This is an optimization exercise on Yosys and OpenROAD, whose aim is small area, a short achievable clock period and few clock cycles per item, not a production implementation. At most, simulation tests tie the RTL to the original design; equivalence was not proved.

== run a ==
==> flow/design.v <==
module fp32_divsqrt (
    input  wire        clk,
    input  wire        rst,
    input  wire        in_valid,
    output wire        in_ready,
    input  wire        in_op,         
    input  wire [31:0] in_a,
    input  wire [31:0] in_b,
    output reg         out_valid,
    output wire [31:0] out_result,
    output wire [3:0]  out_flags      
);
    reg               busy;
    reg               op_r;
    reg               sign_r;
    reg        [4:0]  cnt;
    reg               first;      
    reg               last;       
    reg        [8:0]  exp_r;      
    reg        [25:1] W;
    reg        [24:0] D;          
    reg        [24:0] Q;
    reg        [3:0]  flg;
    assign in_ready   = !busy;
    assign out_result = {sign_r, exp_r[7:0], Q[22:0]};
    assign out_flags  = flg;
    wire [22:0] fa = in_a[22:0];
    wire [25:0] w_load = !in_op    ? {2'b01, fa, 1'b0} :
                         in_a[23]  ? {2'b00, fa, 1'b0} :
                                     {fa[22], !fa[22], fa[21:0], 2'b00};
    wire [24:0] d_load = in_op ? 25'h0800000 : {in_b[22:0], 2'b00};
    wire [7:0]  eb_in  = in_b[30:23];
    wire [24:0] q_load = {16'd0, eb_in[0], eb_in[1], eb_in[2], eb_in[3],
                          eb_in[4], eb_in[5], eb_in[6], eb_in[7], 1'b1};
    wire [8:0]  e_load = in_op ? {in_a[23], 1'b0, in_a[30:24]} : {1'b0, in_a[30:23]};
    wire [4:0]  c_load = in_op ? 5'd23 : 5'd25;
    wire [26:0] S    = {W[25:1], 2'b00};
    wire [26:0] T    = {1'b0, 1'b1, D};
    wire        ci   = !last | Q[0];
    wire [26:0] a_g  = S & ~T;
    wire [26:0] a_p  = S ^ ~T;
    wire [26:0] bg [0:8];
    wire [26:0] bp [0:8];
    assign bg[0] = {a_g[26:1], a_g[0] | (a_p[0] & ci)};
    assign bp[0] = a_p;
    genvar gk, gj;
    generate for (gk = 0; gk < 8; gk = gk + 1) begin : g_bk
        localparam integer SP = (gk < 4) ? (1 << gk) : (1 << (7 - gk));
        for (gj = 0; gj < 27; gj = gj + 1) begin : g_b
            if ((gk < 4) ? (((gj + 1) % (2 * SP)) == 0)
                         : ((((gj + 1) % (2 * SP)) == SP) && (gj > SP))) begin : g_op
                assign bg[gk+1][gj] = bg[gk][gj] | (bp[gk][gj] & bg[gk][gj-SP]);
                assign bp[gk+1][gj] = bp[gk][gj] & bp[gk][gj-SP];
            end else begin : g_pass
                assign bg[gk+1][gj] = bg[gk][gj];
                assign bp[gk+1][gj] = bp[gk][gj];
            end
        end
    end endgenerate
    wire [27:0] sum  = {bg[8][26], a_p ^ {bg[8][25:0], ci}};
    wire        s    = bg[8][26];
    wire [25:1] w_nx = s ? sum[25:1] : S[25:1];
    wire [25:0] dec  = {25'd0, op_r} << cnt;
    wire [24:0] d_nx = (D & ~dec[24:0]) | ({dec[23:0], 1'b0} & {25{s}}) | dec[25:1];
    wire [4:0]  cnt_nx = cnt - 5'd1 - {4'd0, !op_r && cnt == 5'd15 && Q[9]};
    wire        inc = s;
    wire [22:0] ones;
    assign ones[0] = 1'b1;
    genvar gi;
    generate for (gi = 1; gi < 23; gi = gi + 1) begin : g_ones
        assign ones[gi] = ones[gi-1] & Q[gi-1];
    end endgenerate
    wire        carry  = inc & ones[22] & Q[22];
    wire [22:0] frac_r = Q[22:0] ^ (ones & {23{inc}});
    wire        x_big  = (exp_r >= 9'd384);
    wire        x_383  = (exp_r == 9'd383);
    wire        x_le129 = (exp_r <= 9'd129);
    wire        x_129  = (exp_r == 9'd129);
    wire        clamp  = x_big || x_le129;
    wire        r_ovf  = x_big || (x_383 && carry);
    wire        r_unf  = (x_le129 && !x_129) || (x_129 && !carry);
    wire [7:0]  x_dec  = exp_r[7:0] - 8'd1;
    wire [7:0]  x_inc  = x_dec + {7'd0, carry};
    wire [7:0]  r_exp  = r_ovf ? 8'hFF : r_unf ? 8'h00 : {!x_inc[7], x_inc[6:0]};
    wire [22:0] r_frac = clamp ? 23'd0 : frac_r;
    wire       ea0    = exp_r[8];           
    wire [7:0] eb     = Q[8:1];             
    wire       a_frnz = (|W[23:2]) | ((op_r && !ea0) ? W[25] : W[1]);
    wire       b_frnz = |D[24:2];
    wire       a_zero = (exp_r[7:0] == 8'd0) && !(op_r && ea0);
    wire       b_zero = (eb == 8'd0);
    wire       a_max  = (exp_r[6:0] == 7'h7F) && (op_r ? ea0 : exp_r[7]);
    wire       b_max  = (eb == 8'hFF);
    wire       a_inf  = a_max & !a_frnz;
    wire       b_inf  = b_max & !b_frnz;
    wire       a_nan  = a_max & a_frnz;
    wire       b_nan  = b_max & b_frnz;
    reg        sp_hit;
    reg        sp_nan;      
    reg        sp_inf;      
    reg [3:0]  sp_flg;
    always @(*) begin
        sp_hit = 1'b1;
        sp_nan = 1'b0;
        sp_inf = 1'b0;
        sp_flg = 4'b0000;
        if (!op_r) begin
            if (a_nan || b_nan) begin
                sp_nan = 1'b1;
            end else if ((a_zero && b_zero) || (a_inf && b_inf)) begin
                sp_nan = 1'b1;
                sp_flg = 4'b0100;
            end else if (b_zero) begin
                sp_inf = 1'b1;
                if (!a_inf) sp_flg = 4'b1000;
            end else if (a_inf) begin
                sp_inf = 1'b1;
            end else if (b_inf || a_zero) begin
                sp_inf = 1'b0;
            end else begin
                sp_hit = 1'b0;
            end
        end else begin
            if (a_nan) begin
                sp_nan = 1'b1;
            end else if (a_zero) begin
                sp_inf = 1'b0;
            end else if (sign_r) begin
                sp_nan = 1'b1;
                sp_flg = 4'b0100;
            end else if (a_inf) begin
                sp_inf = 1'b1;
            end else begin
                sp_hit = 1'b0;
            end
        end
    end
    wire sp = first && sp_hit;
    wire       e_ser = (cnt[4:3] == 2'b10);
    wire       e_y   = op_r ? (cnt[4:1] == 4'b1000) : !Q[10];
    wire       e_a   = exp_r[0];
    wire       e_c   = exp_r[8];
    wire       e_s   = e_a ^ e_y ^ e_c;
    wire       e_co  = (e_a & e_y) | (e_a & e_c) | (e_y & e_c);
    always @(posedge clk) begin
        if (rst) begin
            busy      <= 1'b0;
            out_valid <= 1'b0;
        end else if (!busy) begin
            busy      <= in_valid;
            out_valid <= 1'b0;
        end else begin
            busy      <= !(sp || last);
            out_valid <= sp || last;
        end
    end
    always @(posedge clk) begin
        flg <= sp ? sp_flg : {2'b00, r_unf, r_ovf};
        if (!busy) begin
            op_r   <= in_op;
            sign_r <= in_a[31] ^ (in_b[31] & !in_op);
            cnt    <= c_load;
            first  <= 1'b1;
            last   <= 1'b0;
            exp_r  <= e_load;
            W      <= w_load[25:1];
            D      <= d_load;
            Q      <= q_load;
        end else begin
            cnt    <= cnt_nx;
            first  <= 1'b0;
            last   <= (cnt_nx == 5'd0);
            W      <= w_nx;
            D      <= d_nx;
            if (sp) begin
                Q[22:0]    <= {sp_nan, 22'd0};
                exp_r[7:0] <= (sp_nan || sp_inf) ? 8'hFF : 8'h00;
                if (sp_nan) sign_r <= 1'b0;
            end else if (last) begin
                Q[22:0]    <= r_frac;
                exp_r[7:0] <= r_exp;
            end else begin
                Q <= {Q[23:0], s};
                if (e_ser)                     exp_r <= {e_co, e_s, exp_r[7:1]};
                else if (cnt == 5'd24)         exp_r[8] <= Q[0];
            end
        end
    end
endmodule
clock: 10.0 ns
lec_check: 0
cap_margin: 20
core_margin: 2
core_utilization: 40
place_density: 0.5
slew_margin: 20
standard.sh (not shown) runs the stock make flow with config.mk's settings and CLKGATE_MAP_FILE= SYNTH_SCRIPT=/design/flow/synth_recipe.tcl, a recipe that flattens the netlist after the stock synthesis.
==> flow/flow/run.sh <==
#!/bin/bash
# Own layout flow: the standard synthesis, its combinational logic re-mapped
# for area (registers untouched), then the standard layout steps with timing
# repair aimed below the clock period.
set -euo pipefail
MARGIN=6.75
R=orfs/results/$FLOW_PLATFORM/fp32_divsqrt/base
bash standard.sh synth > synth_standard.log 2>&1
bash flow/resyn.sh $R flow > resyn.log 2>&1
rm -f $R/1_synth.odb $R/1_synth.sdc
bash standard.sh synth > synth_odb.log 2>&1
bash standard.sh SETUP_SLACK_MARGIN=$MARGIN BUFFER_PORTS_ARGS="-buffer_cell sky130_fd_sc_hd__buf_1" CTS_ARGS="-sink_clustering_enable -repair_clock_nets -dont_use_dummy_load -buf_list sky130_fd_sc_hd__clkbuf_8" finish > layout.log 2>&1
Other scripts of this flow, unchanged in this note and not shown: flow/flow/abc.constr, flow/flow/minilib.py, flow/flow/resyn.abc, flow/flow/resyn.sh
Testbench counts of run a, summed over its fixed seeds: cycles 62,573, ops 2,400.
--- input diff run a..run b ---
diff --git a/flow/design.v b/flow/design.v
--- a/flow/design.v
+++ b/flow/design.v
@@ -20,5 +20,5 @@
     reg        [25:1] W;
     reg        [24:0] D;          
-    reg        [24:0] Q;
+    reg        [22:0] Q;
     reg        [3:0]  flg;
     assign in_ready   = !busy;
@@ -72,5 +72,4 @@
     end endgenerate
     wire        carry  = inc & ones[22] & Q[22];
-    wire [22:0] frac_r = Q[22:0] ^ (ones & {23{inc}});
     wire        x_big  = (exp_r >= 9'd384);
     wire        x_383  = (exp_r == 9'd383);
@@ -83,5 +82,4 @@
     wire [7:0]  x_inc  = x_dec + {7'd0, carry};
     wire [7:0]  r_exp  = r_ovf ? 8'hFF : r_unf ? 8'h00 : {!x_inc[7], x_inc[6:0]};
-    wire [22:0] r_frac = clamp ? 23'd0 : frac_r;
     wire       ea0    = exp_r[8];           
     wire [7:0] eb     = Q[8:1];             
@@ -155,4 +153,9 @@
         end
     end
+    wire [22:0] q_sh = {Q[21:0], 1'b0};
+    wire [22:0] q_fx = !busy ? q_load[22:0] : {sp_nan, 22'd0};
+    wire [22:0] q_s0 = (!busy || sp) ? q_fx : last ? (Q & ~{23{clamp}})          : q_sh;
+    wire [22:0] q_s1 = (!busy || sp) ? q_fx : last ? ((Q ^ ones) & ~{23{clamp}}) : (q_sh | 23'd1);
+    always @(posedge clk) Q <= s ? q_s1 : q_s0;
     always @(posedge clk) begin
         flg <= sp ? sp_flg : {2'b00, r_unf, r_ovf};
@@ -166,5 +169,4 @@
             W      <= w_load[25:1];
             D      <= d_load;
-            Q      <= q_load;
         end else begin
             cnt    <= cnt_nx;
@@ -174,12 +176,9 @@
             D      <= d_nx;
             if (sp) begin
-                Q[22:0]    <= {sp_nan, 22'd0};
                 exp_r[7:0] <= (sp_nan || sp_inf) ? 8'hFF : 8'h00;
                 if (sp_nan) sign_r <= 1'b0;
             end else if (last) begin
-                Q[22:0]    <= r_frac;
                 exp_r[7:0] <= r_exp;
             end else begin
-                Q <= {Q[23:0], s};
                 if (e_ser)                     exp_r <= {e_co, e_s, exp_r[7:1]};
                 else if (cnt == 5'd24)         exp_r[8] <= Q[0];
## What came out
Run b reached the final stage; the timing, DRC and antenna checks on its layout passed.
Comparing run b and run a, the higher first-pass GRT wire length was measured on run b.
dfxtp_1 as the master of the slowest instance on the critical path was reported by run a, and nor4b_4 by run b.
Comparing run b and run a, the higher die area is on run b.
Delta (run b minus run a): detailed-router iteration count before antenna repair now larger; netlist area before placement now larger; critical path depth now larger.
Looking at startpoint-to-endpoint class of the critical path, the reg -> out result is from run a; the reg -> reg one comes from run b.
For run b, the launching instance or port of the critical path was D[2]$_DFF_P_, unlike run a, where it was out_result[9]$_SDFF_PP0_.
Only the layout flow was run in run b; the RTL was not checked for function there.

## re-timing with driven ports
No port has a modelled driver above. Below, the same layouts with a new extraction and two added sets of constraints. Step 1, drivers: a clkbuf_16 drives clk and a buf_2 each remaining input, both assumed. Step 2 times the ports against the registers' clock, not the clock port: input delays grow and output delays shrink by t, the midpoint of the rising clock arrivals with the driver on. Three values: ideal ports, drivers, drivers and shift; two values: the first two.
run	t, ns	setup slack, ns	clock arrival spread, ns	cell pins on the clock port's net
run a	0.420	6.871 / 6.832 / 6.568	0.036 / 0.036	1
run b	0.415	6.703 / 6.703 / 6.569	0.037 / 0.036	1
After both steps setup and hold are still met in every run listed. The setup slack of run a, which loses most, moves by -0.039 ns with the drivers and by -0.303 ns with both steps.
